This is an optimization exercise on Yosys and OpenROAD, whose aim is small area, a short achievable clock period and few clock cycles per item, not a production implementation. At most, simulation tests tie the RTL to the original design; equivalence was not proved. Only the layout flow was run in run 5; the RTL was not checked for function there.

## flow/config.mk

```make
export PLATFORM = sky130hd
export DESIGN_NAME = ashlar_ctl
export DESIGN_NICKNAME = ashlar_ctl
export VERILOG_FILES = /design/flow/design.v
export SDC_FILE = /design/flow/constraint.sdc
export NUM_CORES = 4
export LEC_CHECK = 0
export CAP_MARGIN = 20
export CORE_MARGIN = 2
export CORE_UTILIZATION = 40
export SLEW_MARGIN = 20
```

## flow/constraint.sdc

```tcl
create_clock -name core_clock -period 14.0 [get_ports {clk}]
set_input_delay 2.8000 -clock core_clock [delete_from_list [all_inputs] [get_ports {clk}]]
set_output_delay 2.8000 -clock core_clock [all_outputs]
set_load 0.01 [all_outputs]
```

## flow/design.v

```verilog
module ashlar_encode (
    input  wire [127:0] data,
    output wire [31:0]  check
);
    function [7:0] xtime(input [7:0] x);
        xtime = {x[6:0], 1'b0} ^ (x[7] ? 8'h1D : 8'h00);
    endfunction
    function [7:0] mul_apow(input [7:0] x, input integer k);
        integer n;
        begin
            mul_apow = x;
            for (n = 0; n < k; n = n + 1)
                mul_apow = xtime(mul_apow);
        end
    endfunction
    function [7:0] gf_mul(input [7:0] a, input [7:0] b);
        integer n;
        reg [7:0] p, t;
        begin
            p = 8'h00;
            t = a;
            for (n = 0; n < 8; n = n + 1) begin
                if (b[n]) p = p ^ t;
                t = xtime(t);
            end
            gf_mul = p;
        end
    endfunction
    localparam [7:0] INV_ALPHA_PLUS_1 = 8'hF4;    
    genvar j;
    generate
        for (j = 0; j < 2; j = j + 1) begin : g_cw
            reg [7:0] a, b, s8, s9;
            integer i;
            always @(*) begin
                a = 8'h00;
                b = 8'h00;
                for (i = 0; i < 8; i = i + 1) begin
                    b = b ^ data[16*i + 8*j +: 8];
                    a = a ^ mul_apow(data[16*i + 8*j +: 8], 9 - i);
                end
                s8 = gf_mul(a ^ b, INV_ALPHA_PLUS_1);
                s9 = b ^ s8;
            end
            assign check[8*j +: 8]      = s8;
            assign check[16 + 8*j +: 8] = s9;
        end
    endgenerate
endmodule
module ashlar_syndrome (
    input  wire [159:0] word,
    output wire [31:0]  synd
);
    function [7:0] xtime(input [7:0] x);
        xtime = {x[6:0], 1'b0} ^ (x[7] ? 8'h1D : 8'h00);
    endfunction
    function [7:0] mul_apow(input [7:0] x, input integer k);
        integer n;
        begin
            mul_apow = x;
            for (n = 0; n < k; n = n + 1)
                mul_apow = xtime(mul_apow);
        end
    endfunction
    genvar j;
    generate
        for (j = 0; j < 2; j = j + 1) begin : g_cw
            reg [7:0] s0, s1;
            integer i;
            always @(*) begin
                s0 = 8'h00;
                s1 = 8'h00;
                for (i = 0; i < 10; i = i + 1) begin
                    s0 = s0 ^ word[16*i + 8*j +: 8];
                    s1 = s1 ^ mul_apow(word[16*i + 8*j +: 8], 9 - i);
                end
            end
            assign synd[16*j +: 8]     = s0;
            assign synd[16*j + 8 +: 8] = s1;
        end
    endgenerate
endmodule
module ashlar_delta (
    input  wire [7:0] s0,
    input  wire [7:0] s1,
    output wire [7:0] d8,
    output wire [7:0] d9
);
    function [7:0] xtime(input [7:0] x);
        xtime = {x[6:0], 1'b0} ^ (x[7] ? 8'h1D : 8'h00);
    endfunction
    function [7:0] gf_mul(input [7:0] a, input [7:0] b);
        integer n;
        reg [7:0] p, t;
        begin
            p = 8'h00;
            t = a;
            for (n = 0; n < 8; n = n + 1) begin
                if (b[n]) p = p ^ t;
                t = xtime(t);
            end
            gf_mul = p;
        end
    endfunction
    assign d8 = gf_mul(s0 ^ s1, 8'hF4);
    assign d9 = s0 ^ d8;
endmodule
module ashlar_locate (
    input  wire [7:0] s0,
    input  wire [7:0] s1,
    output reg  [9:0] hit
);
    function [7:0] xtime(input [7:0] x);
        xtime = {x[6:0], 1'b0} ^ (x[7] ? 8'h1D : 8'h00);
    endfunction
    reg [7:0] prod;
    integer k;
    always @(*) begin
        prod = s0;
        for (k = 0; k < 10; k = k + 1) begin
            hit[9 - k] = (s1 == prod);
            prod = xtime(prod);
        end
    end
endmodule
module ashlar_inc32 (
    input  wire [31:0] x,
    input  wire        en,
    output reg  [31:0] y,
    output wire        all_ones
);
    reg [3:0] blk;         
    reg [4:0] pre;         
    reg       c;
    integer b, k;
    always @(*) begin
        for (b = 0; b < 4; b = b + 1)
            blk[b] = &x[8*b +: 8];
        pre[0] = 1'b1;
        for (b = 0; b < 4; b = b + 1)
            pre[b + 1] = pre[b] & blk[b];
        for (b = 0; b < 4; b = b + 1) begin
            c = en & pre[b];
            for (k = 0; k < 8; k = k + 1) begin
                y[8*b + k] = x[8*b + k] ^ c;
                c = c & x[8*b + k];
            end
        end
    end
    assign all_ones = pre[4];
endmodule
module ashlar_ctl (
    input  wire         clk,
    input  wire         rst,
    input  wire         in_valid,
    output wire         in_ready,
    input  wire [1:0]   in_op,         
    input  wire [159:0] in_word,
    input  wire [127:0] in_wdata,
    input  wire [15:0]  in_wmask,
    output wire         out_valid,
    output wire [1:0]   out_outcome,   
    output wire [3:0]   out_column,
    output wire [31:0]  out_synd,
    output wire [127:0] out_data,
    output wire [31:0]  out_check,
    input  wire         erase_en,
    input  wire         clr_counts,
    input  wire         clr_erase,
    output wire         erased,
    output wire [3:0]   erased_col,
    input  wire [3:0]   csr_sel,
    output reg  [31:0]  csr_rdata
);
    localparam [1:0] OP_ENCODE = 2'd1, OP_MERGE = 2'd2;
    localparam [1:0] OC_CLEAN = 2'd0, OC_CORRECTED = 2'd1, OC_UNCORR = 2'd2, OC_POISON = 2'd3;
    localparam [31:0] POISON_XOR = 32'h0303_0101;
    integer i;
    wire is_enc   = (in_op == OP_ENCODE);
    wire is_merge = (in_op == OP_MERGE);
    wire [31:0] synd_in;
    ashlar_syndrome u_synd (.word(in_word), .synd(synd_in));
    reg [15:0]  sel_in;    
    reg [127:0] merged;
    always @(*) begin
        for (i = 0; i < 16; i = i + 1) begin
            sel_in[i] = is_enc || (is_merge && in_wmask[i]);
            merged[8*i +: 8] = sel_in[i] ? in_wdata[8*i +: 8] : in_word[8*i +: 8];
        end
    end
    reg         v2;
    reg [31:0]  synd;
    reg [127:0] mdata;
    reg [15:0]  keep;      
    always @(posedge clk) begin
        if (rst)
            v2 <= 1'b0;
        else
            v2 <= in_valid && in_ready;
        synd  <= is_enc ? 32'd0 : synd_in;
        mdata <= merged;
        keep  <= ~sel_in;
    end
    wire [31:0] menc;
    ashlar_encode u_enc (.data(mdata), .check(menc));
    wire [7:0] s00 = synd[7:0],   s10 = synd[15:8];
    wire [7:0] s01 = synd[23:16], s11 = synd[31:24];
    wire [9:0] hit0, hit1;
    ashlar_locate u_loc0 (.s0(s00), .s1(s10), .hit(hit0));
    ashlar_locate u_loc1 (.s0(s01), .s1(s11), .hit(hit1));
    reg        mark;
    reg [3:0]  mark_col;
    reg [9:0] allow;
    always @(*) begin
        for (i = 0; i < 10; i = i + 1)
            allow[i] = !mark || (mark_col == i);
    end
    wire nz0 = (s00 != 8'h00);
    wire nz1 = (s01 != 8'h00);
    wire clean0 = !nz0 && (s10 == 8'h00);
    wire clean1 = !nz1 && (s11 == 8'h00);
    wire [9:0] p0 = hit0 & allow & {10{nz0}};      
    wire [9:0] p1 = hit1 & allow & {10{nz1}};
    wire is_poison  = (synd[15:0] == 16'h0102) && (synd[31:16] == 16'h0102);
    wire clean_both = clean0 && clean1;
    wire [9:0] coh = (p0 & p1) | (clean0 ? p1 : 10'd0) | (clean1 ? p0 : 10'd0);
    wire corrected = |coh;
    wire uncorr    = !is_poison && !clean_both && !corrected;
    wire bad       = is_poison || uncorr;
    reg [3:0] column;
    always @(*) begin
        column = 4'd0;
        for (i = 0; i < 10; i = i + 1)
            if (coh[i]) column = column | i[3:0];
    end
    reg [15:0]  fixb;      
    reg [127:0] result;
    always @(*) begin
        for (i = 0; i < 16; i = i + 1) begin
            fixb[i] = keep[i] & coh[i/2] & ((i % 2) ? p1[i/2] : p0[i/2]);
            result[8*i +: 8] = mdata[8*i +: 8] ^ (fixb[i] ? ((i % 2) ? s01 : s00) : 8'h00);
        end
    end
    wire [7:0] d80, d90, d81, d91;
    ashlar_delta u_dl0 (.s0(s00), .s1(s10), .d8(d80), .d9(d90));
    ashlar_delta u_dl1 (.s0(s01), .s1(s11), .d8(d81), .d9(d91));
    wire fixk0 = |(fixb & 16'h5555);
    wire fixk1 = |(fixb & 16'hAAAA);
    assign out_outcome = is_poison ? OC_POISON : clean_both ? OC_CLEAN
                        : corrected ? OC_CORRECTED : OC_UNCORR;
    assign out_check   = menc
                        ^ {fixk1 ? d91 : 8'h00, fixk0 ? d90 : 8'h00,
                           fixk1 ? d81 : 8'h00, fixk0 ? d80 : 8'h00}
                        ^ (bad ? POISON_XOR : 32'd0);
    assign out_valid   = v2;
    assign out_column  = column;
    assign out_synd    = synd;
    assign out_data    = result;
    reg  [31:0] ce_count, ue_count;
    reg  [31:0] col_ce [0:9];
    reg  [31:0] tq;        
    wire ce_inc = v2 && corrected;
    wire ue_inc = v2 && uncorr;
    wire [31:0] ce_nx, ue_nx, tq_nx;
    wire        ce_ones, ue_ones, tq_ones;
    ashlar_inc32 u_ce (.x(ce_count), .en(ce_inc), .y(ce_nx), .all_ones(ce_ones));
    ashlar_inc32 u_ue (.x(ue_count), .en(ue_inc), .y(ue_nx), .all_ones(ue_ones));
    ashlar_inc32 u_tq (.x(tq), .en(ce_inc && ce_count[1:0] != 2'd2), .y(tq_nx), .all_ones(tq_ones));
    reg        nq;         
    reg        fv;         
    reg  [9:0] fa, fb;
    reg  [3:0] sidx;       
    reg  een;
    always @(posedge clk)
        een <= erase_en;
    wire ce_hi = &ce_count[31:3];
    wire slow  = een && !mark && (!nq || ce_hi);
    wire scan  = slow && !fv && !v2;
    assign in_ready = !slow || (fv && !v2);
    reg  [9:0]  pick;      
    reg  [31:0] cnt;
    always @(*) begin
        for (i = 0; i < 10; i = i + 1)
            pick[i] = scan ? (sidx == i) : coh[i];
        cnt = 32'd0;
        for (i = 0; i < 10; i = i + 1)
            cnt = cnt | (pick[i] ? col_ce[i] : 32'd0);
    end
    reg  [31:0] cnt_inc;
    reg  [32:0] cpre;
    integer k;
    always @(*) begin
        cpre[0] = 1'b1;
        for (k = 0; k < 32; k = k + 1)
            cpre[k + 1] = cpre[k] & cnt[k];
        for (k = 0; k < 32; k = k + 1)
            cnt_inc[k] = cnt[k] ^ (cpre[k] & !cpre[32]);
    end
    wire        cclr  = rst || clr_counts;
    wire [31:0] col_d = cnt_inc & {32{!cclr}};
    wire [9:0]  col_ld = {10{cclr}} | ({10{ce_inc}} & coh);
    wire c_gt  = (cnt > tq);
    wire c_eq  = (cnt == tq);
    wire c_ge64 = |cnt[31:6];
    wire c_ge63 = c_ge64 || (&cnt[5:0]);
    wire a_val = c_ge64 && (ce_ones || c_gt);
    wire b_val = c_ge63 && (ce_ones || c_gt || c_eq);
    reg  [9:0] qual;
    reg        mark_next;
    reg  [3:0] mark_col_next;
    always @(*) begin
        for (i = 0; i < 10; i = i + 1)
            qual[i] = fv ? (coh[i] ? fb[i] : fa[i]) : (coh[i] && b_val);
        mark_next     = mark;
        mark_col_next = mark_col;
        if (ce_inc && een && !mark) begin
            for (i = 9; i >= 0; i = i - 1) begin
                if (qual[i]) begin
                    mark_next     = 1'b1;
                    mark_col_next = i[3:0];
                end
            end
        end
    end
    always @(posedge clk) begin
        if (rst || clr_counts) begin
            ce_count <= 32'd0;
            ue_count <= 32'd0;
            tq       <= 32'd0;
        end else begin
            ce_count <= ce_nx;
            ue_count <= ue_nx;
            tq       <= (ce_inc && ce_ones) ? 32'd0 : tq_nx;
        end
        for (i = 0; i < 10; i = i + 1)
            if (col_ld[i])
                col_ce[i] <= col_d;
        if (rst || clr_erase) begin
            mark     <= 1'b0;
            mark_col <= 4'd0;
        end else begin
            mark     <= mark_next;
            mark_col <= mark_col_next;
        end
        if (rst || clr_counts) begin
            nq   <= 1'b1;
            fv   <= 1'b0;
            sidx <= 4'd0;
        end else if (ce_inc) begin
            nq   <= nq && !b_val && !ce_ones;
            fv   <= 1'b0;
            sidx <= 4'd0;
        end else if (scan) begin
            fa[sidx] <= a_val;
            fb[sidx] <= b_val;
            if (sidx == 4'd9) begin
                fv   <= 1'b1;
                nq   <= !(|fa[8:0]) && !a_val;
                sidx <= 4'd0;
            end else begin
                sidx <= sidx + 4'd1;
            end
        end
    end
    assign erased     = mark;
    assign erased_col = mark_col;
    always @(*) begin
        case (csr_sel)
            4'd0:  csr_rdata = ce_count;
            4'd1:  csr_rdata = ue_count;
            4'd2:  csr_rdata = col_ce[0];
            4'd3:  csr_rdata = col_ce[1];
            4'd4:  csr_rdata = col_ce[2];
            4'd5:  csr_rdata = col_ce[3];
            4'd6:  csr_rdata = col_ce[4];
            4'd7:  csr_rdata = col_ce[5];
            4'd8:  csr_rdata = col_ce[6];
            4'd9:  csr_rdata = col_ce[7];
            4'd10: csr_rdata = col_ce[8];
            4'd11: csr_rdata = col_ce[9];
            4'd12: csr_rdata = {27'd0, mark_col, mark};
            default: csr_rdata = 32'd0;
        endcase
    end
endmodule
```

## flow/flow/run.sh

```bash
#!/bin/bash
set -e
export SETUP_SLACK_MARGIN=6
bash standard.sh > standard.log 2>&1
```

## flow/standard.sh

```bash
#!/bin/bash
# synth_recipe.tcl (not shown) runs the flow's synth.tcl, then flattens the netlist and writes it again
# the make line also repeats each setting of config.mk as NAME=value (left out here)
make -C /OpenROAD-flow-scripts/flow DESIGN_CONFIG=/design/flow/config.mk WORK_HOME=/design/flow/orfs CLKGATE_MAP_FILE= SYNTH_SCRIPT=/design/flow/synth_recipe.tcl "${@:-finish}"
```

==> results of run 1 <==
==> final timing paths <==
check                                  start            end  slack (ns)  cells after the start
worst max-delay path                 synd[3]  out_check[25]        6.07                     17
worst min-delay path                  tq[31]         tq[31]        0.53                      2
worst max register to register  ce_count[19]    mark_col[0]        6.11                     29
worst min register to register        tq[31]         tq[31]        0.53                      2
==> sequential cells by signal, indices dropped and copies added, names as in the netlist <==
| register | cells |
|---|---|
| mark | 1 |
| een | 1 |
| mdata | 128 |
| fb | 10 |
| synd | 32 |
| fa | 10 |
| nq | 1 |
| col_ce | 320 |
| ce_count | 32 |
| ue_count | 32 |
| v2 | 1 |
| tq | 32 |
| fv | 1 |
| sidx | 4 |
| keep | 16 |
| mark_col | 4 |
==> metrics by stage <==
| stage | setup WS [ns] | area, um2 | util [%] |
|---|---|---|---|
| 3_3_place_gp | 5.326 | 48950 | 47.29 |
| 6_report | 6.071 | 52600 | 50.83 |
| 4_1_cts | 5.911 | 51970 | 50.21 |
| 2_1_floorplan | 6.819 | 41690 | - |
| 3_5_place_dp | 5.275 | 48950 | 47.29 |
| 5_1_grt | 5.908 | 52600 | 50.82 |
==> cell type report <==
class / count / share of cell area [%]
sequential: 625 / 30.32
antenna: 4 / 0.01903
tap: 1380 / 3.282
multi-input combinational: 3384 / 48.61
inverter: 86 / 0.6137
clock inverter: 42 / 0.7469
clock buffer: 94 / 3.825
timing repair buffer: 680 / 12.58
==> repair_timing <==
item                                    4_1_cts  5_1_grt
hold buffers                                  0        0
gates cloned                                  0        1
gates resized for setup                     127       94
endpoints found under the setup margin      365       92
pin swaps                                     6       13
buffers inserted                              7       19
==> cells in the mapped netlist (44+ instances only) <==
| master | n | area share (%) |
|---|---|---|
| a21oi_1 | 66 | 0.79 |
| a221oi_1 | 120 | 2.5 |
| a22o_1 | 104 | 2.2 |
| a22oi_1 | 71 | 1.3 |
| and2_1 | 105 | 1.6 |
| and3_1 | 44 | 0.66 |
| clkbuf_1 | 160 | 1.4 |
| dfxtp_1 | 285 | 14 |
| edfxtp_1 | 340 | 24 |
| ha_1 | 122 | 3.7 |
| inv_1 | 70 | 0.63 |
| nand2_1 | 699 | 6.3 |
| nand3_1 | 91 | 1.1 |
| nand4_1 | 58 | 0.87 |
| nor2_1 | 167 | 1.5 |
| nor3_1 | 58 | 0.70 |
| o21ai_0 | 64 | 0.77 |
| xnor2_1 | 908 | 19 |
| xor2_1 | 204 | 4.3 |
==> worst reg2reg max path: cells and delay by family (launching register included) <==
family          cells  cell delay, ns
compound gates     16            3.72
flops               1            0.44
fa+ha+maj           1            0.32
buf+inv             4            1.24
simple gates        8            2.08
==> cells by family after synthesis <==
group,Yosys count
AO/OA/AOI/OAI,655
buffers and inverters,317
adder cells (fa/ha/maj),122
XOR/XNOR,1155
multiplexers,44
flip-flops,625
AND/OR/NAND/NOR,1407
==> layer usage <==
layer | share of wire [%] | track usage, % | wire length [um] | up-vias
met4 | 5.3 | 15.28 | 10170 | 10
met1 | 40 | 46.24 | 75780 | 18420
li1 | - | - | - | 16360
met5 | 0.028 | 0 | 54 | -
met3 | 12 | 9.564 | 23250 | 618
met2 | 43 | 52.00 | 81580 | 2701
==> flow_metrics.tcl, run 1 <==
set metrics [dict create \
    fin_crit_sh_pct 56.64 \
    arrival_ns 5.13 \
    clock_skew_ns 0.04693 \
    ff_latch_area_mm2 0.01595 \
    die_y_um 326.8 \
    yosys.area_share.simple_pct 15.91 \
    synthArstFlopShare_pct 0 \
    synth-seq-area-share_pct 38.18 \
    synth_xor_xnor_area_share_pct 25.69 \
    final_common_cell "xnor2_1" \
    setup-tns-final_ns 0 \
    grt_usage_pct 34.55 \
    port_buffers 552 \
    cp_slowest_cell "clkdlybuf4s50_1" \
    slew_viol_final 0 \
    setup_violations 0 \
    yosys_warnings 7 \
    cpMostUsedCell "or3_1" \
    synth_area_mm2 0.04169 \
    multi_input_area_mm2 0.02557 \
    cts_tree "done" \
    vias 38110 \
    max_stage_delay_ns 0.59 \
    clock_latency_ns 0.67 \
    tightest_slew_ns 1.175 \
    area.growth.synth_to_final_pct 26.19 \
    grt_pass1_wl_um 267800 \
    fillers 9396 \
    grt_max_degree 61 \
    coreArea_mm2 0.1035 \
    crit_chain "buf_12 > xnor3_2 > xnor2_1 > or3_1 > a22oi_2 > nand2_4 > a21oi_4 > nor2_4 > and2_1 > nand2_1 > or3_1 > a21oi_2 > buf_6 > a21oi_1 > xor2_1 > xnor2_2 > clkdlybuf4s50_1" \
    final_cell_mix "xnor2_1, nand2_1, clkdlybuf4s50_1" \
    drtIter0Drc 5255 \
    rsz0062_at_grt "true" \
    synth_edf_count 340 \
    place_inst 6128 \
    cp_top_family "XOR/XNOR gates" \
    drc 0 \
    startpoint_type "flip-flop" \
    drt-total-wl_um 190800 \
    drt_pre_antenna_iters 9 \
    initial_core_util_pct 40.28 \
    antenna_found_initial 10 \
    ys_ff_latch 625 \
    synth-compound-area-share_pct 12.39 \
    path_class "reg -> out" \
    clk_pin_slew_ns 0.06 \
    synth_top_family_by_area "XOR/XNOR gates" \
    overflow 0 \
    viasPerCell 6.053 \
    io_pins 553 \
    die_w_um 326.8 \
    rows 118 \
    drive_gt1_share_pct 9.509 \
    ctsRootBufferMaster "clkbuf_16" \
    die_area_mm2 0.1068 \
    maxCapViolations 0 \
    worstSetupEndpointType "output port" \
    min_period_ns 7.929 \
    synth.distinct_cells 96 \
    synthFlopType "edfxtp_1" \
    synth_cells 4325 \
    grt_pass1_vias 36760 \
    synthAdderAreaFrac_pct 3.662 \
    cts.sinks 625 \
    syn_area_per_cell_um2 9.639 \
    path_buf_inv 3 \
    place_hpwl_um 140000 \
    timing.fmax_mhz 126.1 \
    synth_nets 4763 \
    synth.area.mux_share_pct 1.071 \
    clock_path_buffers 3 \
    slew_headroom_pct 21.52 \
    cts_buffers 73 \
    ant_nets 0 \
    crit_fanout 30 \
    finalHoldViolCount 0 \
    htreeDepth 3 \
    required_ns 11.20 \
    wl_per_cell_um 30.32 \
    stdcell_count 6295 \
    hold_slack_ns 0.5302 \
    status "complete, no violations" \
    final_nets 5288 \
    hold_path_class "reg -> reg" \
    gp_congestion 1.030 \
]
Testbench counts, summed over its fixed seeds: cycles 24,008, items 24,000.
==> inputs of run 2 (changes only) <==
==> flow/flow/run.sh (replaced) <==
#!/bin/bash
set -e
export SETUP_SLACK_MARGIN=7.5
bash standard.sh > standard.log 2>&1
==> flow_metrics.tcl, run 2 <==
set metrics [dict create \
    crit_chain "buf_12 > nand2b_4 > nor2_4 > buf_6 > buf_16 > a22o_1 > a221oi_2 > nand3_2 > buf_6" \
    ant_nets 0 \
    clock_path_buffers 3 \
    status "complete, no violations" \
    slew_headroom_pct 15.09 \
    drt-total-wl_um 216500 \
    ys_ff_latch 625 \
    synthAdderAreaFrac_pct 3.662 \
    drt_pre_antenna_iters 8 \
    fin_area_mm2 0.06202 \
    finalHoldViolCount 0 \
    cp_top_family "buffers and inverters" \
    postPlaceCellArea_mm2 0.04927 \
    max_stage_delay_ns 0.25 \
    die_y_um 326.8 \
    startpoint_type "input port" \
    cpMostUsedCell "buf_6" \
    arrival_ns 4.40 \
    worstSetupEndpointType "output port" \
    rows 118 \
    synth.top_cells.by_count "xnor2_1, nand2_1, edfxtp_1, dfxtp_1, xor2_1" \
    yosys.area_share.simple_pct 15.91 \
    cts.sinks 625 \
    yosysMostFrequentCell "xnor2_1" \
    grt_usage_pct 37.42 \
    htreeDepth 3 \
    path_class "in -> out" \
    syn_area_per_cell_um2 9.639 \
    tightest_slew_ns 1.274 \
    grt_pass1_wl_um 289000 \
    synth.distinct_cells 96 \
    ctsRootBufferMaster "clkbuf_16" \
    synth.largest_area_cell "edfxtp_1" \
    io_pins 553 \
    yosys_warnings 7 \
    antenna_found_initial 11 \
    min_period_ns 7.197 \
    setup_violations 0 \
    viasPerCell 6.166 \
    stdcell_count 6782 \
    clk_pin_slew_ns 0.06 \
    maxCapViolations 0 \
    crit_fanout 8 \
    hold_path_class "reg -> reg" \
    synth_area_leaders "edfxtp_1, xnor2_1, dfxtp_1" \
    synth.area.mux_share_pct 1.071 \
    synthFlopType "edfxtp_1" \
    synth_nets 4763 \
    synth_area_mm2 0.04169 \
    synth-seq-area-share_pct 38.18 \
    yosysTopAreaCellShare_pct 24.49 \
    cts_tree "done" \
    gp_congestion 0.9795 \
    synth_edf_count 340 \
    final_cell_mix "xnor2_1, nand2_1, buf_4" \
    synth-compound-area-share_pct 12.39 \
    largest_register_ff_count 320 \
    clock_latency_ns 0.68 \
    top_register "col_ce" \
    place_inst 6123 \
    slew_viol_final 0 \
    reg_top3 "col_ce x320, mdata x128" \
    final_nets 5773 \
    die_w_um 326.8 \
    synth_cells 4325 \
    cp_slowest_cell "a22o_1" \
    place_hpwl_um 137800 \
    synthArstFlopShare_pct 0 \
    die_area_mm2 0.1068 \
    synth_top_family_by_area "XOR/XNOR gates" \
    required_ns 11.20 \
    drtIter0Drc 6223 \
    grt_pass1_vias 39620 \
    overflow 0 \
    setup-tns-final_ns 0 \
    vias 41820 \
    drive_gt1_share_pct 29.97 \
    rsz0062_at_grt "true" \
    final_common_cell "xnor2_1" \
    cts_buffers 73 \
    timing.fmax_mhz 138.9 \
    port_buffers 552 \
    initial_core_util_pct 40.28 \
    wl_per_cell_um 31.92 \
    grt_max_degree 49 \
    path_buf_inv 4 \
    clock_skew_ns 0.03405 \
    drc 0 \
    fin_crit_sh_pct 51.41 \
    area.growth.synth_to_final_pct 48.78 \
    coreArea_mm2 0.1035 \
    synth_xor_xnor_area_share_pct 25.69 \
]
-- run 2: cell types whose count changed in the layout (fill, tap and decap cells not counted), sizes merged, moves of 4 or more --
| cell | change |
|---|---|
| bufbuf | +12 |
| buf | +593 |
| dlygate4sd2 | +10 |
| inv | -4 |
| clkinvlp | +4 |
| clkdlybuf4s50 | -197 |
| clkbuf | +45 |
| dlymetal6s2s | +18 |
| clkdlybuf4s15 | +5 |
| clkinv | -7 |
-- run 2: path summary, 6_finish.rpt --
| path | start | to | slack, ns | depth (start not counted) |
|---|---|---|---|---|
| worst max register to register | synd[17] | mark_col[1] | 7.17 | 27 |
| worst min register to register | tq[31] | tq[31] | 0.54 | 2 |
| worst max-delay path | csr_sel[2] | csr_rdata[14] | 6.80 | 9 |
| worst min-delay path | tq[31] | tq[31] | 0.54 | 2 |
-- run 2: worst reg2reg max path: cells and delay by family (launching register included) --
family | cells | cell delay, ns
AO/OA/AOI/OAI | 6 | 1.51
AND/OR/NAND/NOR | 11 | 2.87
flip-flops | 1 | 0.35
adder cells (fa/ha/maj) | 1 | 0.61
buffers and inverters | 9 | 1.40
-- run 2: stage by stage --
stage | util, % | hold WS, ns | worst slack [ns]
2_1_floorplan | - | 0.4834 | 7.325
3_3_place_gp | 47.59 | 0.5091 | 5.285
3_5_place_dp | 47.60 | 0.5016 | 5.244
4_1_cts | 56.18 | 0.5308 | 6.792
5_1_grt | 59.92 | 0.5699 | 6.712
6_report | 59.93 | 0.5382 | 6.803
-- run 2: per-layer routing --
layer	track usage (%)	wire length (um)	vias to the layer above
met1	48.48	79820	20110
li1	-	-	17380
met5	0	172	-
met2	56.42	92460	3357
met4	18.50	14860	10
met3	11.61	29180	966
-- run 2: logic make-up after synthesis --
| kind of cell | count (synthesis) |
|---|---|
| adders and majority gates | 122 |
| buffers and inverters | 317 |
| and+or+nand+nor | 1407 |
| muxes | 44 |
| xor gates and xnor gates | 1155 |
| AOI/OAI and AO/OA | 655 |
| DFF | 625 |
-- run 2: area by class of cell --
| type | count | area, um2 |
|---|---|---|
| well taps | 1380 | 1727 |
| multi-input cells | 3388 | 29520 |
| repair buffers | 1161 | 11950 |
| clock buffers | 99 | 2049 |
| fillers | 8333 | 41480 |
| flip-flops and latches | 625 | 16070 |
| inverters | 86 | 326.6 |
| diodes | 7 | 17.52 |
| clock inverters | 36 | 359.1 |
-- run 2: repair_timing --
action                      CTS  global route
hold buffers                  0             0
pin swaps                   188           264
buffers inserted            268           199
gates resized for setup    1348           558
setup endpoints to repair   591           477
gates cloned                 36            14
==> inputs of run 3 (changes only) <==
==> flow/flow/run.sh (replaced) <==
#!/bin/bash
set -e
export SETUP_SLACK_MARGIN=7
bash standard.sh > standard.log 2>&1
==> flow_metrics.tcl, run 3 <==
set metrics [dict create \
    status "complete, no violations" \
    reg_top3 "col_ce x320, mdata x128" \
    clock_latency_ns 0.68 \
    yosysTopAreaCellShare_pct 24.49 \
    drive_gt1_share_pct 22.27 \
    cts.sinks 625 \
    path_class "in -> out" \
    synth.top_cells.by_count "xnor2_1, nand2_1, edfxtp_1, dfxtp_1, xor2_1" \
    arrival_ns 4.47 \
    crit_fanout 4 \
    area.growth.synth_to_final_pct 40.84 \
    overflow 0 \
    die_y_um 326.8 \
    viasPerCell 6.108 \
    hold_slack_ns 0.5560 \
    min_period_ns 7.272 \
    coreArea_mm2 0.1035 \
    synth_xor_xnor_area_share_pct 25.69 \
    syn_area_per_cell_um2 9.639 \
    synth.area.mux_share_pct 1.071 \
    vias 40450 \
    wl_per_cell_um 31.18 \
    drc 0 \
    clk_pin_slew_ns 0.06 \
    final_common_cell "xnor2_1" \
    rsz0062_at_grt "true" \
    holdPathStages 2 \
    drt_pre_antenna_iters 10 \
    yosysMostFrequentCell "xnor2_1" \
    synthFlopType "edfxtp_1" \
    cts_tree "done" \
    rr_startpoint "synd[19]" \
    fin_crit_sh_pct 51.95 \
    finalHoldViolCount 0 \
    final_cell_mix "xnor2_1, nand2_1, clkdlybuf4s50_1" \
    clock_path_buffers 3 \
    initial_core_util_pct 40.28 \
    slew_viol_final 0 \
    hold_path_class "reg -> reg" \
    drt-total-wl_um 206500 \
    synthAdderAreaFrac_pct 3.662 \
    cts_hold_buffers 0 \
    ant_nets 0 \
    grt_usage_pct 36.71 \
    synth_edf_count 340 \
    synth-seq-area-share_pct 38.18 \
    min_from "tq[15]" \
    reg2reg_to "mark_col[0]" \
    maxCapViolations 0 \
    yosys_warnings 7 \
    synth.distinct_cells 96 \
    timing.fmax_mhz 137.5 \
    startpoint_type "input port" \
    grt_max_degree 59 \
    setup-tns-final_ns 0 \
    grt_pass1_wl_um 283600 \
    ys_ff_latch 625 \
    slew_headroom_pct 23.31 \
    cts_buffers 75 \
    worstSetupEndpointType "output port" \
    top_register "col_ce" \
    place_inst 6129 \
    grt_pass1_vias 38540 \
    synthArstFlopShare_pct 0 \
    min_delay_worst_endpoint "tq[15]" \
    antenna_found_initial 15 \
    drtIter0Drc 6033 \
    yosys.area_share.simple_pct 15.91 \
    die_area_mm2 0.1068 \
    htreeDepth 3 \
    ff2ff_setup_slack_ns 7.02 \
    final_nets 5606 \
    synth_top_family_by_area "XOR/XNOR gates" \
    reg2reg_depth 30 \
    setup_violations 0 \
    synth-compound-area-share_pct 12.39 \
    required_ns 11.20 \
    gp_congestion 1.003 \
    tightest_slew_ns 1.146 \
    largest_register_ff_count 320 \
    synth_area_mm2 0.04169 \
    synth.largest_area_cell "edfxtp_1" \
    die_w_um 326.8 \
    port_buffers 552 \
    synth_cells 4325 \
    io_pins 553 \
    rows 118 \
    clock_skew_ns 0.05468 \
    stdcell_count 6622 \
    synth_nets 4763 \
    place_hpwl_um 140400 \
    ctsRootBufferMaster "clkbuf_16" \
    synth_area_leaders "edfxtp_1, xnor2_1, dfxtp_1" \
]
-- run 3: cell count changes in the layout (fill, tap and decap cells not counted), sizes merged --
cell	change
clkdlybuf4s15	-1
dlymetal6s2s	+8
clkbuf	-27
buf	-227
a31o	-1
clkdlybuf4s50	+74
nand2	-1
bufbuf	-7
dlygate4sd2	+19
or3	-2
clkinvlp	+1
diode	+4
-- run 3: layout make-up --
cell class                 count  area, um2
fill                        8879      44780
inverter                      86      322.8
antenna                       11      27.53
clock buffer                 103       2157
timing repair buffer         996      10220
tap                         1380       1727
multi-input combinational   3384      27760
clock inverter                37      439.2
sequential                   625      16050
-- run 3: kinds of logic (layout without fill, tap and decap cells) --
group,count (synthesis),in the layout
other,0,11
multiplexers,44,44
flip-flops,625,625
AND/OR/NAND/NOR,1407,1408
XOR/XNOR,1155,1155
buffers and inverters,317,1222
adder cells (fa/ha/maj),122,122
AO/OA/AOI/OAI,655,655
-- run 3: metrics by stage --
step,util (%),area [um2],setup slack [ns]
2_1_floorplan,-,41710,6.991
3_3_place_gp,47.30,48950,5.110
3_5_place_dp,47.33,48990,5.059
4_1_cts,54.30,56200,6.806
5_1_grt,56.71,58700,6.647
6_report,56.73,58710,6.728
-- run 3: per-layer routing --
layer | vias to the layer above | share of wire [%] | global-route usage (%)
met5 | - | 0.035 | 0
met4 | 10 | 6.1 | 18.08
met3 | 788 | 13 | 11.25
met2 | 3269 | 42 | 54.59
met1 | 19360 | 38 | 48.30
li1 | 17020 | - | -
-- run 3: worst max-delay path by stage --
stage                    start       endpoint  slack [ns]  cells past startpoint
floorplan           csr_sel[3]  csr_rdata[15]        6.99                      6
global placement    csr_sel[2]  csr_rdata[16]        5.11                      8
detailed placement  csr_sel[3]  csr_rdata[10]        5.06                      8
CTS                   synd[17]  out_check[21]        6.81                     16
global route          synd[17]  out_check[25]        6.65                     16
finish              csr_sel[3]  csr_rdata[15]        6.73                     11
-- run 3: what timing repair did --
| item | in CTS | in global routing |
|---|---|---|
| setup endpoints to repair | 545 | 211 |
| gates resized for setup | 859 | 287 |
| buffers inserted | 196 | 118 |
| gates cloned | 20 | 8 |
| pin swaps | 134 | 162 |
-- run 3: worst max-delay path, cell delays in order --
cell	delay (ns)
buf_12	0.09
nand2b_4	0.14
buf_6	0.14
buf_6	0.11
nor2_4	0.05
buf_6	0.13
buf_16	0.14
a22o_1	0.19
a221oi_2	0.22
nand3_2	0.25
buf_6	0.20
==> inputs of run 4 (changes only) <==
==> flow/run.sh (new file) <==
#!/bin/bash
# synth_recipe.tcl (not shown) runs the flow's synth.tcl, then flattens the netlist and writes it again
# the make line also repeats each setting of config.mk as NAME=value (left out here)
make -C /OpenROAD-flow-scripts/flow DESIGN_CONFIG=/design/flow/config.mk WORK_HOME=/design/flow/orfs CLKGATE_MAP_FILE= SYNTH_SCRIPT=/design/flow/synth_recipe.tcl finish
--- a/flow/config.mk
+++ b/flow/config.mk
@@ -10,2 +10,3 @@
 export CORE_UTILIZATION = 40
+export SETUP_SLACK_MARGIN = 5
 export SLEW_MARGIN = 20
removed: flow/flow/run.sh
removed: flow/standard.sh
==> flow_metrics.tcl, run 4 <==
set metrics [dict create \
    timing.fmax_mhz 110.5 \
    overflow 0 \
    synthArstFlopShare_pct 0 \
    area.growth.synth_to_final_pct 23.47 \
    cts.sinks 625 \
    status "complete, no violations" \
    grt_max_degree 61 \
    worstSetupEndpointType "output port" \
    ys_ff_latch 625 \
    drive_gt1_share_pct 6.593 \
    pre_cts_ws_ns 5.275 \
    synth-seq-area-share_pct 38.18 \
    cp_slowest_cell "clkdlybuf4s50_1" \
    rows 118 \
    reg_top3 "col_ce x320, mdata x128" \
    final_common_cell "xnor2_1" \
    synth_edf_count 340 \
    synth.largest_area_cell "edfxtp_1" \
    synth_nets 4763 \
    clock_skew_ns 0.04544 \
    vias 37680 \
    finalHoldViolCount 0 \
    slew_headroom_pct 17.60 \
    rsz0062_at_grt "true" \
    path_class "reg -> out" \
    required_ns 11.20 \
    die_y_um 326.8 \
    cts_buffers 73 \
    hold_path_class "reg -> reg" \
    path_buf_inv 3 \
    clk_pin_slew_ns 0.06 \
    ant_nets 0 \
    synth_area_mm2 0.04169 \
    cp_top_family "simple AND/OR/NAND/NOR gates" \
    wl_per_cell_um 30.20 \
    synth_cells 4325 \
    die_w_um 326.8 \
    synth_area_leaders "edfxtp_1, xnor2_1, dfxtp_1" \
    gp_congestion 1.030 \
    htreeDepth 3 \
    largest_register_ff_count 320 \
    die_area_mm2 0.1068 \
    grt_usage_pct 34.42 \
    coreArea_mm2 0.1035 \
    syn_area_per_cell_um2 9.639 \
    tightest_slew_ns 1.229 \
    drc 0 \
    startpoint_type "flip-flop" \
    drt-total-wl_um 189300 \
    setup_violations 0 \
    drtIter0Drc 5525 \
    cts_tree "done" \
    viasPerCell 6.013 \
    port_buffers 552 \
    fin_crit_sh_pct 64.62 \
    initial_core_util_pct 40.28 \
    yosysMostFrequentCell "xnor2_1" \
    cpMostUsedCell "a21oi_1" \
    crit_chain "buf_4 > xnor3_1 > xnor2_1 > or3_1 > a22oi_1 > nand2_1 > a21oi_1 > nor2_1 > and2_1 > nand2_1 > or3_1 > a21oi_1 > buf_4 > a21oi_1 > xor2_1 > xnor2_1 > clkdlybuf4s50_1" \
    final_nets 5261 \
    min_period_ns 9.047 \
    maxCapViolations 0 \
    crit_fanout 30 \
    synth.top_cells.by_count "xnor2_1, nand2_1, edfxtp_1, dfxtp_1, xor2_1" \
    clock_path_buffers 3 \
    yosysTopAreaCellShare_pct 24.49 \
    io_pins 553 \
    ctsRootBufferMaster "clkbuf_16" \
    grt_pass1_vias 36590 \
    antenna_found_initial 6 \
    hold_slack_ns 0.5303 \
    setup-tns-final_ns 0 \
    top_register "col_ce" \
    place_hpwl_um 140000 \
    drt_pre_antenna_iters 13 \
    fin_ws_ns 4.953 \
    final_cell_mix "xnor2_1, nand2_1, clkdlybuf4s50_1" \
    synth.distinct_cells 96 \
    yosys_warnings 7 \
    slew_viol_final 0 \
    arrival_ns 6.25 \
    max_stage_delay_ns 0.62 \
    clock_latency_ns 0.66 \
    grt_pass1_wl_um 266600 \
    synthFlopType "edfxtp_1" \
]
-- run 4: cell counts after synthesis --
Identical to the previous run, type by type.
-- run 4: worst paths after layout --
check             startpoint            end  slack (ns)  depth (start not counted)
hold reg to reg       tq[31]         tq[31]        0.53                          2
hold / removal        tq[31]         tq[31]        0.53                          2
setup / recovery     synd[3]  out_check[25]        4.95                         17
setup reg to reg    synd[18]  col_ce[4][16]        5.58                         18
-- run 4: logic make-up after synthesis --
| family | after synthesis | share of synthesized area, % |
|---|---|---|
| buffers and inverters | 317 | 3.106 |
| and+or+nand+nor | 1407 | 15.91 |
| AOI/OAI and AO/OA | 655 | 12.39 |
| adders and majority gates | 122 | 3.662 |
| DFF | 625 | 38.18 |
| xor gates and xnor gates | 1155 | 25.69 |
| muxes | 44 | 1.071 |
-- run 4: worst reg2reg max path, cell delays in order (launching register included) --
cell and delay [ns]:
dfxtp_1 0.49, buf_4 0.33, or4_4 0.51, nor2_1 0.39
nand2_1 0.50, nor4b_1 1.11, nor3_1 0.21, nor2_1 0.16
buf_4 0.32, a22oi_1 0.14, and4_1 0.24, nand3_1 0.23
o21ai_0 0.27, nor4bb_1 0.89, a21boi_2 0.53, and2_1 0.47
and2b_1 0.27, nor2_1 0.06, nor3b_1 0.94
-- run 4: area by class of cell --
| class | count | area [um2] |
|---|---|---|
| fill | 9472 | 52030 |
| timing repair buffer | 654 | 6291 |
| clock buffer | 94 | 2012 |
| multi-input combinational | 3383 | 24800 |
| antenna | 3 | 7.507 |
| tap | 1380 | 1727 |
| clock inverter | 42 | 392.9 |
| inverter | 86 | 322.8 |
| sequential | 625 | 15920 |
-- run 4: through the flow --
| step | utilization, % | instances | area, um2 |
|---|---|---|---|
| after floorplan | - | 4325 | 41690 |
| after global placement | 47.29 | 6128 | 48950 |
| after detailed placement | 47.29 | 6128 | 48950 |
| after CTS | 49.66 | 6264 | 51400 |
| after global routing | 49.73 | 6266 | 51470 |
| final | 49.73 | 6267 | 51470 |
-- run 4: per-layer routing --
layer / global-route usage [%] / wire, um
met5: 0 / 13
met4: 15.17 / 9829
met3: 9.005 / 22190
met2: 51.87 / 80990
met1: 46.34 / 76260
-- run 4: what timing repair did --
action / CTS / global route
endpoints found under the setup margin: 24 / 69
setup buffers: 0 / 0
gates resized for setup: 8 / 8
hold buffers: 0 / 0
==> inputs of run 5 (changes only) <==
--- a/flow/design.v
+++ b/flow/design.v
@@ -131,21 +131,12 @@
 );
-    reg [3:0] blk;         
-    reg [4:0] pre;         
-    reg       c;
-    integer b, k;
+    reg [32:0] pre;
+    integer k;
     always @(*) begin
-        for (b = 0; b < 4; b = b + 1)
-            blk[b] = &x[8*b +: 8];
         pre[0] = 1'b1;
-        for (b = 0; b < 4; b = b + 1)
-            pre[b + 1] = pre[b] & blk[b];
-        for (b = 0; b < 4; b = b + 1) begin
-            c = en & pre[b];
-            for (k = 0; k < 8; k = k + 1) begin
-                y[8*b + k] = x[8*b + k] ^ c;
-                c = c & x[8*b + k];
-            end
-        end
+        for (k = 0; k < 32; k = k + 1)
+            pre[k + 1] = pre[k] & x[k];
+        for (k = 0; k < 32; k = k + 1)
+            y[k] = x[k] ^ (en & pre[k]);
     end
-    assign all_ones = pre[4];
+    assign all_ones = pre[32];
 endmodule
@@ -268,2 +259,11 @@
     ashlar_inc32 u_tq (.x(tq), .en(ce_inc && ce_count[1:0] != 2'd2), .y(tq_nx), .all_ones(tq_ones));
+    wire [31:0] col_nx [0:9];
+    wire [9:0]  col_ones;
+    genvar g;
+    generate
+        for (g = 0; g < 10; g = g + 1) begin : g_col
+            ashlar_inc32 u_col (.x(col_ce[g]), .en(ce_inc && coh[g] && !col_ones[g]),
+                                .y(col_nx[g]), .all_ones(col_ones[g]));
+        end
+    endgenerate
     reg        nq;         
@@ -272,7 +272,4 @@
     reg  [3:0] sidx;       
-    reg  een;
-    always @(posedge clk)
-        een <= erase_en;
     wire ce_hi = &ce_count[31:3];
-    wire slow  = een && !mark && (!nq || ce_hi);
+    wire slow  = erase_en && !mark && (!nq || ce_hi);
     wire scan  = slow && !fv && !v2;
@@ -288,15 +285,2 @@
     end
-    reg  [31:0] cnt_inc;
-    reg  [32:0] cpre;
-    integer k;
-    always @(*) begin
-        cpre[0] = 1'b1;
-        for (k = 0; k < 32; k = k + 1)
-            cpre[k + 1] = cpre[k] & cnt[k];
-        for (k = 0; k < 32; k = k + 1)
-            cnt_inc[k] = cnt[k] ^ (cpre[k] & !cpre[32]);
-    end
-    wire        cclr  = rst || clr_counts;
-    wire [31:0] col_d = cnt_inc & {32{!cclr}};
-    wire [9:0]  col_ld = {10{cclr}} | ({10{ce_inc}} & coh);
     wire c_gt  = (cnt > tq);
@@ -315,3 +299,3 @@
         mark_col_next = mark_col;
-        if (ce_inc && een && !mark) begin
+        if (ce_inc && erase_en && !mark) begin
             for (i = 9; i >= 0; i = i - 1) begin
@@ -329,2 +313,4 @@
             tq       <= 32'd0;
+            for (i = 0; i < 10; i = i + 1)
+                col_ce[i] <= 32'd0;
         end else begin
@@ -333,6 +319,5 @@
             tq       <= (ce_inc && ce_ones) ? 32'd0 : tq_nx;
+            for (i = 0; i < 10; i = i + 1)
+                col_ce[i] <= col_nx[i];
         end
-        for (i = 0; i < 10; i = i + 1)
-            if (col_ld[i])
-                col_ce[i] <= col_d;
         if (rst || clr_erase) begin
--- a/flow/config.mk
+++ b/flow/config.mk
@@ -10,3 +10,2 @@
 export CORE_UTILIZATION = 40
-export SETUP_SLACK_MARGIN = 5
 export SLEW_MARGIN = 20
==> flow_metrics.tcl, run 5 <==
set metrics [dict create \
    ys_ff_latch 624 \
    reg_top3 "col_ce x320, mdata x128" \
    die_w_um 343.2 \
    clock_path_buffers 3 \
    htreeDepth 3 \
    slew_headroom_pct 13.77 \
    synth_top_family_by_area "XOR/XNOR gates" \
    synth_area_mm2 0.04603 \
    cts_hold_buffers 0 \
    arrival_ns 7.14 \
    crit_fanout 17 \
    required_ns 11.20 \
    crit_chain "buf_4 > xnor2_2 > xnor3_1 > or3b_1 > a2111oi_4 > o21ai_0 > a21boi_1 > buf_4 > nor2_1 > or3_1 > nand3b_1 > xor2_1 > xnor2_1 > clkdlybuf4s50_1" \
    ant_nets 0 \
    cpMostUsedCell "buf_4" \
    place_hpwl_um 204200 \
    synth_edf_count 20 \
    clock_latency_ns 0.69 \
    cts_setup_buffers 0 \
    synthAdderAreaFrac_pct 1.359 \
    drt_pre_antenna_iters 7 \
    initial_core_util_pct 40.31 \
    yosysMostFrequentCell "xnor2_1" \
    grt_usage_pct 43.01 \
    coreArea_mm2 0.1142 \
    synthArstFlopShare_pct 0 \
    fin_crit_sh_pct 71.00 \
    pre_cts_ws_ns 3.647 \
    vias 47050 \
    holdPathStages 2 \
    gp_congestion 1.094 \
    reg2reg_depth 29 \
    fillers 11190 \
    path_class "reg -> out" \
    area.growth.synth_to_final_pct 21.37 \
    die_area_mm2 0.1178 \
    startpoint_type "flip-flop" \
    clk_pin_slew_ns 0.06 \
    synth.area.mux_share_pct 0.5383 \
    hold_path_class "reg -> reg" \
    synth_area_leaders "dfxtp_1, xnor2_1, xor2_1" \
    postPlaceCellArea_mm2 0.05309 \
    finalHoldViolCount 0 \
    overflow 0 \
    top_register "col_ce" \
    final_cell_mix "xnor2_1, nand2_1, dfxtp_1" \
    fin_area_mm2 0.05586 \
    post_cts_resized 0 \
    viasPerCell 6.117 \
    timing.fmax_mhz 100.6 \
    synth_xor_xnor_area_share_pct 29.12 \
    drt-total-wl_um 261400 \
    yosys_warnings 8 \
    wl_per_cell_um 33.99 \
    port_buffers 552 \
    syn_area_per_cell_um2 8.080 \
    largest_register_ff_count 320 \
    clock_skew_ns 0.03458 \
    ctsRootBufferMaster "clkbuf_16" \
    synth.largest_area_cell "dfxtp_1" \
    io_pins 553 \
    setup-tns-final_ns 0 \
    synth.distinct_cells 110 \
    synth_nets 6062 \
    cts.sinks 624 \
    synth-seq-area-share_pct 27.58 \
    cts_buffers 77 \
    drc 0 \
    maxCapViolations 0 \
    worstSetupEndpointType "output port" \
    ff_latch_area_mm2 0.01270 \
    status "complete, no violations" \
    final_nets 6471 \
    fin_ws_ns 4.060 \
    slew_viol_final 0 \
    multi_input_area_mm2 0.03165 \
    grt_pass1_vias 44550 \
    yosys.area_share.simple_pct 23.35 \
    die_y_um 343.2 \
    yosysTopAreaCellShare_pct 26.27 \
    drtIter0Drc 6319 \
    grt_pass1_wl_um 356400 \
    drive_gt1_share_pct 6.131 \
    cts_tree "done" \
    synth_cells 5696 \
    setup_violations 0 \
    antenna_found_initial 23 \
    grt_max_degree 98 \
    rows 124 \
    max_stage_delay_ns 0.78 \
    rsz0062_at_grt "false" \
    tightest_slew_ns 1.291 \
    cp_slowest_cell "nor2_1" \
    final_common_cell "xnor2_1" \
    min_period_ns 9.940 \
    synthFlopType "dfxtp_1" \
    synth.top_cells.by_count "xnor2_1, nand2_1, dfxtp_1, nor2_1, xor2_1" \
    synth-compound-area-share_pct 13.91 \
]
-- run 5: final timing paths --
| check | startpoint | endpoint | slack [ns] |
|---|---|---|---|
| max reg2reg | ce_count[22] | mark_col[1] | 5.63 |
| max | synd[18] | out_check[30] | 4.06 |
| min | tq[27] | tq[27] | 0.49 |
| min reg2reg | tq[27] | tq[27] | 0.49 |
-- run 5: stage by stage --
step | hold WS, ns | utilization, % | cells
floorplan | 0.4537 | - | 5696
global placement | 0.4688 | 46.48 | 7537
detailed placement | 0.4783 | 46.49 | 7537
CTS | 0.4874 | 48.87 | 7676
global route | 0.5101 | 48.90 | 7682
finish | 0.4886 | 48.92 | 7691
-- run 5: final cells by class --
cell class / instances / share of cell area, %
multi-input combinational: 4609 / 56.66
sequential: 624 / 22.74
timing repair buffer: 668 / 11.45
antenna: 14 / 0.06271
clock inverter: 35 / 0.9788
inverter: 125 / 0.8399
clock buffer: 104 / 3.882
tap: 1512 / 3.387
-- run 5: worst max-delay path: cells and delay by family, from the launching register on --
family                    cells  cell delay [ns]
AOI/OAI and AO/OA             3             1.46
buffers and inverters         3             1.28
and+or+nand+nor               4             1.79
DFF                           1             0.75
xor gates and xnor gates      4             1.17
-- run 5: kinds of logic after synthesis --
kind of cell | count (synthesis)
AND/OR/NAND/NOR | 2276
XOR/XNOR | 1435
AO/OA/AOI/OAI | 824
flip-flops | 624
buffers and inverters | 463
adder cells (fa/ha/maj) | 50
multiplexers | 24
-- run 5: per-layer routing --
layer	share of wire (%)	global-route usage [%]	wire, um	vias up
met5	0.035	0	92	-
met1	37	51.09	96960	22630
met2	44	67.78	115500	3019
li1	-	-	-	20490
met4	8.7	30.48	22690	12
met3	10	10.93	26200	896
==> inputs of run 6 (changes only) <==
--- a/flow/design.v
+++ b/flow/design.v
@@ -131,12 +131,21 @@
 );
-    reg [32:0] pre;
-    integer k;
+    reg [3:0] blk;         
+    reg [4:0] pre;         
+    reg       c;
+    integer b, k;
     always @(*) begin
+        for (b = 0; b < 4; b = b + 1)
+            blk[b] = &x[8*b +: 8];
         pre[0] = 1'b1;
-        for (k = 0; k < 32; k = k + 1)
-            pre[k + 1] = pre[k] & x[k];
-        for (k = 0; k < 32; k = k + 1)
-            y[k] = x[k] ^ (en & pre[k]);
+        for (b = 0; b < 4; b = b + 1)
+            pre[b + 1] = pre[b] & blk[b];
+        for (b = 0; b < 4; b = b + 1) begin
+            c = en & pre[b];
+            for (k = 0; k < 8; k = k + 1) begin
+                y[8*b + k] = x[8*b + k] ^ c;
+                c = c & x[8*b + k];
+            end
+        end
     end
-    assign all_ones = pre[32];
+    assign all_ones = pre[4];
 endmodule
@@ -181,2 +190,5 @@
     end
+    wire [9:0] hit0_in, hit1_in;
+    ashlar_locate u_loc0 (.s0(synd_in[7:0]),   .s1(synd_in[15:8]),  .hit(hit0_in));
+    ashlar_locate u_loc1 (.s0(synd_in[23:16]), .s1(synd_in[31:24]), .hit(hit1_in));
     reg         v2;
@@ -185,2 +197,4 @@
     reg [15:0]  keep;      
+    reg [9:0]   pz0, pz1;
+    reg         cz0, cz1, poison;
     always @(posedge clk) begin
@@ -190,5 +204,10 @@
             v2 <= in_valid && in_ready;
-        synd  <= is_enc ? 32'd0 : synd_in;
-        mdata <= merged;
-        keep  <= ~sel_in;
+        synd   <= is_enc ? 32'd0 : synd_in;
+        mdata  <= merged;
+        keep   <= ~sel_in;
+        pz0    <= (is_enc || synd_in[7:0] == 8'h00)   ? 10'd0 : hit0_in;
+        pz1    <= (is_enc || synd_in[23:16] == 8'h00) ? 10'd0 : hit1_in;
+        cz0    <= is_enc || synd_in[15:0] == 16'h0000;
+        cz1    <= is_enc || synd_in[31:16] == 16'h0000;
+        poison <= !is_enc && synd_in == 32'h0102_0102;
     end
@@ -198,5 +217,2 @@
     wire [7:0] s01 = synd[23:16], s11 = synd[31:24];
-    wire [9:0] hit0, hit1;
-    ashlar_locate u_loc0 (.s0(s00), .s1(s10), .hit(hit0));
-    ashlar_locate u_loc1 (.s0(s01), .s1(s11), .hit(hit1));
     reg        mark;
@@ -208,9 +224,7 @@
     end
-    wire nz0 = (s00 != 8'h00);
-    wire nz1 = (s01 != 8'h00);
-    wire clean0 = !nz0 && (s10 == 8'h00);
-    wire clean1 = !nz1 && (s11 == 8'h00);
-    wire [9:0] p0 = hit0 & allow & {10{nz0}};      
-    wire [9:0] p1 = hit1 & allow & {10{nz1}};
-    wire is_poison  = (synd[15:0] == 16'h0102) && (synd[31:16] == 16'h0102);
+    wire clean0 = cz0;
+    wire clean1 = cz1;
+    wire [9:0] p0 = pz0 & allow;      
+    wire [9:0] p1 = pz1 & allow;
+    wire is_poison  = poison;
     wire clean_both = clean0 && clean1;
@@ -259,11 +273,2 @@
     ashlar_inc32 u_tq (.x(tq), .en(ce_inc && ce_count[1:0] != 2'd2), .y(tq_nx), .all_ones(tq_ones));
-    wire [31:0] col_nx [0:9];
-    wire [9:0]  col_ones;
-    genvar g;
-    generate
-        for (g = 0; g < 10; g = g + 1) begin : g_col
-            ashlar_inc32 u_col (.x(col_ce[g]), .en(ce_inc && coh[g] && !col_ones[g]),
-                                .y(col_nx[g]), .all_ones(col_ones[g]));
-        end
-    endgenerate
     reg        nq;         
@@ -272,4 +277,7 @@
     reg  [3:0] sidx;       
+    reg  een;
+    always @(posedge clk)
+        een <= erase_en;
     wire ce_hi = &ce_count[31:3];
-    wire slow  = erase_en && !mark && (!nq || ce_hi);
+    wire slow  = een && !mark && (!nq || ce_hi);
     wire scan  = slow && !fv && !v2;
@@ -285,2 +293,15 @@
     end
+    reg  [31:0] cnt_inc;
+    reg  [32:0] cpre;
+    integer k;
+    always @(*) begin
+        cpre[0] = 1'b1;
+        for (k = 0; k < 32; k = k + 1)
+            cpre[k + 1] = cpre[k] & cnt[k];
+        for (k = 0; k < 32; k = k + 1)
+            cnt_inc[k] = cnt[k] ^ (cpre[k] & !cpre[32]);
+    end
+    wire        cclr  = rst || clr_counts;
+    wire [31:0] col_d = cnt_inc & {32{!cclr}};
+    wire [9:0]  col_ld = {10{cclr}} | ({10{ce_inc}} & coh);
     wire c_gt  = (cnt > tq);
@@ -299,3 +320,3 @@
         mark_col_next = mark_col;
-        if (ce_inc && erase_en && !mark) begin
+        if (ce_inc && een && !mark) begin
             for (i = 9; i >= 0; i = i - 1) begin
@@ -313,4 +334,2 @@
             tq       <= 32'd0;
-            for (i = 0; i < 10; i = i + 1)
-                col_ce[i] <= 32'd0;
         end else begin
@@ -319,5 +338,6 @@
             tq       <= (ce_inc && ce_ones) ? 32'd0 : tq_nx;
-            for (i = 0; i < 10; i = i + 1)
-                col_ce[i] <= col_nx[i];
         end
+        for (i = 0; i < 10; i = i + 1)
+            if (col_ld[i])
+                col_ce[i] <= col_d;
         if (rst || clr_erase) begin
==> flow/flow/run.sh (new file) <==
#!/bin/bash
set -e
export SETUP_SLACK_MARGIN=6
bash standard.sh > standard.log 2>&1
==> flow/standard.sh (new file) <==
#!/bin/bash
# synth_recipe.tcl (not shown) runs the flow's synth.tcl, then flattens the netlist and writes it again
# the make line also repeats each setting of config.mk as NAME=value (left out here)
make -C /OpenROAD-flow-scripts/flow DESIGN_CONFIG=/design/flow/config.mk WORK_HOME=/design/flow/orfs CLKGATE_MAP_FILE= SYNTH_SCRIPT=/design/flow/synth_recipe.tcl "${@:-finish}"
removed: flow/run.sh
==> flow_metrics.tcl, run 6 <==
set metrics [dict create \
    status "complete, no violations" \
    synth.top_cells.by_count "xnor2_1, nand2_1, edfxtp_1, dfxtp_1, xor2_1" \
    startpoint_type "input port" \
    finalHoldViolCount 0 \
    htreeDepth 3 \
    grt_usage_pct 31.56 \
    place_inst 5761 \
    setup-tns-final_ns 0 \
    clock_latency_ns 0.65 \
    slew_headroom_pct 27.36 \
    antenna_found_initial 13 \
    synth_nets 4445 \
    hold_path_class "reg -> reg" \
    reg_top3 "col_ce x320, mdata x128" \
    area.growth.synth_to_final_pct 25.47 \
    largest_register_ff_count 320 \
    fin_ws_ns 6.078 \
    io_pins 553 \
    yosys.area_share.simple_pct 15.80 \
    min_period_ns 7.922 \
    fin_crit_sh_pct 56.59 \
    die_area_mm2 0.1014 \
    drtIter0Drc 4085 \
    maxCapViolations 0 \
    synth.distinct_cells 84 \
    rows 115 \
    drt-total-wl_um 165500 \
    final_nets 4997 \
    synthAdderAreaFrac_pct 3.862 \
    setup_violations 0 \
    die_y_um 318.4 \
    gp_congestion 0.9763 \
    vias 33990 \
    drt_pre_antenna_iters 8 \
    clock_path_buffers 3 \
    stdcell_count 5914 \
    path_class "in -> out" \
    ctsRootBufferMaster "clkbuf_16" \
    fillers 9152 \
    yosysMostFrequentCell "xnor2_1" \
    grt_max_degree 74 \
    synth_edf_count 340 \
    grt_pass1_wl_um 233900 \
    coreArea_mm2 0.09813 \
    overflow 0 \
    synth.largest_area_cell "edfxtp_1" \
    ant_nets 0 \
    wl_per_cell_um 27.99 \
    synth_top_family_by_area "XOR/XNOR gates" \
    synth-compound-area-share_pct 10.77 \
    synth_cells 4007 \
    synthArstFlopShare_pct 0 \
    synth-seq-area-share_pct 41.43 \
    fin_area_mm2 0.04960 \
    initial_core_util_pct 40.28 \
    die_w_um 318.4 \
    viasPerCell 5.747 \
    pre_cts_ws_ns 4.992 \
    rsz0062_at_grt "true" \
    synth_area_mm2 0.03953 \
    ys_ff_latch 648 \
    top_register "col_ce" \
    drc 0 \
    drive_gt1_share_pct 7.554 \
    cts.sinks 648 \
    tightest_slew_ns 1.082 \
    synthFlopType "edfxtp_1" \
    final_common_cell "xnor2_1" \
    worstSetupEndpointType "output port" \
    required_ns 11.20 \
    postPlaceCellArea_mm2 0.04671 \
    cts_buffers 74 \
    synth_area_leaders "edfxtp_1, xnor2_1, dfxtp_1" \
    crit_fanout 31 \
    synth_xor_xnor_area_share_pct 24.79 \
    timing.fmax_mhz 126.2 \
    yosysTopAreaCellShare_pct 25.83 \
    ff2ff_setup_slack_ns 6.58 \
    arrival_ns 5.12 \
    synth.area.mux_share_pct 0.4273 \
    syn_area_per_cell_um2 9.865 \
    finalCoreUtilization_pct 50.54 \
    clock_skew_ns 0.03183 \
    grt_pass1_vias 33410 \
    yosys_warnings 7 \
    hold_slack_ns 0.5203 \
    slew_viol_final 0 \
    clk_pin_slew_ns 0.06 \
    cts_hold_buffers 0 \
    port_buffers 552 \
    place_hpwl_um 121400 \
    cts_tree "done" \
    final_cell_mix "xnor2_1, nand2_1, clkdlybuf4s50_1" \
]
-- run 6: cell count changes in the layout (fill, tap and decap cells not counted), sizes merged, moves of 131 or more --
| cell | change |
|---|---|
| nor2 | -419 |
| edfxtp | +320 |
| dfxtp | -296 |
| nand2 | -187 |
| nand3 | -163 |
| xor2 | -159 |
| xnor2 | -131 |
-- run 6: routing by layer --
| metal | share of wire, % | global-route usage, % |
|---|---|---|
| met5 | 0.037 | 0 |
| met1 | 39 | 40.35 |
| met4 | 5.1 | 13.82 |
| met3 | 10 | 6.792 |
| met2 | 46 | 51.31 |
-- run 6: final timing paths --
path                                   start  cells past startpoint      endpoint
worst max register to register  ce_count[18]                     24   mark_col[3]
worst max-delay path              csr_sel[1]                      8  csr_rdata[6]
worst min-delay path                  tq[31]                      2        tq[31]
worst min register to register        tq[31]                      2        tq[31]
-- run 6: what timing repair did --
action | 4_1_cts | 5_1_grt
buffers inserted | 2 | 6
resized for setup | 33 | 22
pin swaps | 4 | 7
setup endpoints to repair | 42 | 19
-- run 6: area by class of cell --
class / count / area [um2] / share of cell area (%)
antenna: 7 / 17.52 / 0.03532
clock buffer: 100 / 2141 / 4.316
clock inverter: 37 / 430.4 / 0.8678
inverter: 93 / 349.1 / 0.7038
multi-input combinational: 3084 / 22310 / 44.98
sequential: 648 / 16380 / 33.02
tap: 1287 / 1610 / 3.247
timing repair buffer: 658 / 6361 / 12.83
-- run 6: worst max-delay path: stages --
cell             delay (ns)
clkdlybuf4s18_2        0.35
nand2b_1               0.18
nor2_2                 0.10
buf_4                  0.52
a22o_1                 0.25
a221oi_1               0.05
nand3_1                0.25
clkdlybuf4s50_1        0.60
-- run 6: logic make-up (layout without fill, tap and decap cells) --
kind of cell / count (synthesis) / in the layout
muxes: 16 / 16
adders and majority gates: 122 / 122
other: 0 / 7
and+or+nand+nor: 1278 / 1278
AOI/OAI and AO/OA: 565 / 565
buffers and inverters: 275 / 888
DFF: 648 / 648
xor gates and xnor gates: 1103 / 1103
Testbench counts of run 6, summed over its fixed seeds: cycles 24,008, items 24,000.

## port drivers added, routing unchanged
The flow's constraints put no driver on any port. The routed layouts listed below were extracted and timed again, unchanged, in two steps.
Step 1 (the two cells are an assumption about what drives the block):
set clk [get_ports {clk}]
set_driving_cell -lib_cell sky130_fd_sc_hd__clkbuf_16 $clk
set_driving_cell -lib_cell sky130_fd_sc_hd__buf_2 [delete_from_list [all_inputs] $clk]
Step 2, shift: input delay + t, output delay - t, t = (earliest + latest rising clock arrival at the registers) / 2. This alone moves slack from input paths to output paths.
Three values: no drivers, after step 1, after step 2; two values: the first two.
| run | t (ns) | slack for setup (ns) | worst setup path after step 2 | worst slew at a driven data input, ns |
|---|---|---|---|---|
| run 1 | 0.712 | 6.071 / 6.004 / 6.050 | input to output | 0.09 |
| run 2 | 0.738 | 6.803 / 6.721 / 6.721 | input to output | 0.13 |
| run 3 | 0.721 | 6.728 / 6.664 / 6.664 | input to output | 0.10 |
| run 4 | 0.711 | 4.953 / 4.883 / 4.996 | input to output | 0.09 |
| run 5 | 0.764 | 4.060 / 3.972 / 3.375 | input to register | 0.10 |
| run 6 | 0.690 | 6.078 / 5.950 / 5.950 | input to output | 0.18 |
After both steps setup and hold are still met in every run listed. The setup slack of run 5, which loses most, moves by -0.088 ns with the drivers and by -0.685 ns with both steps.
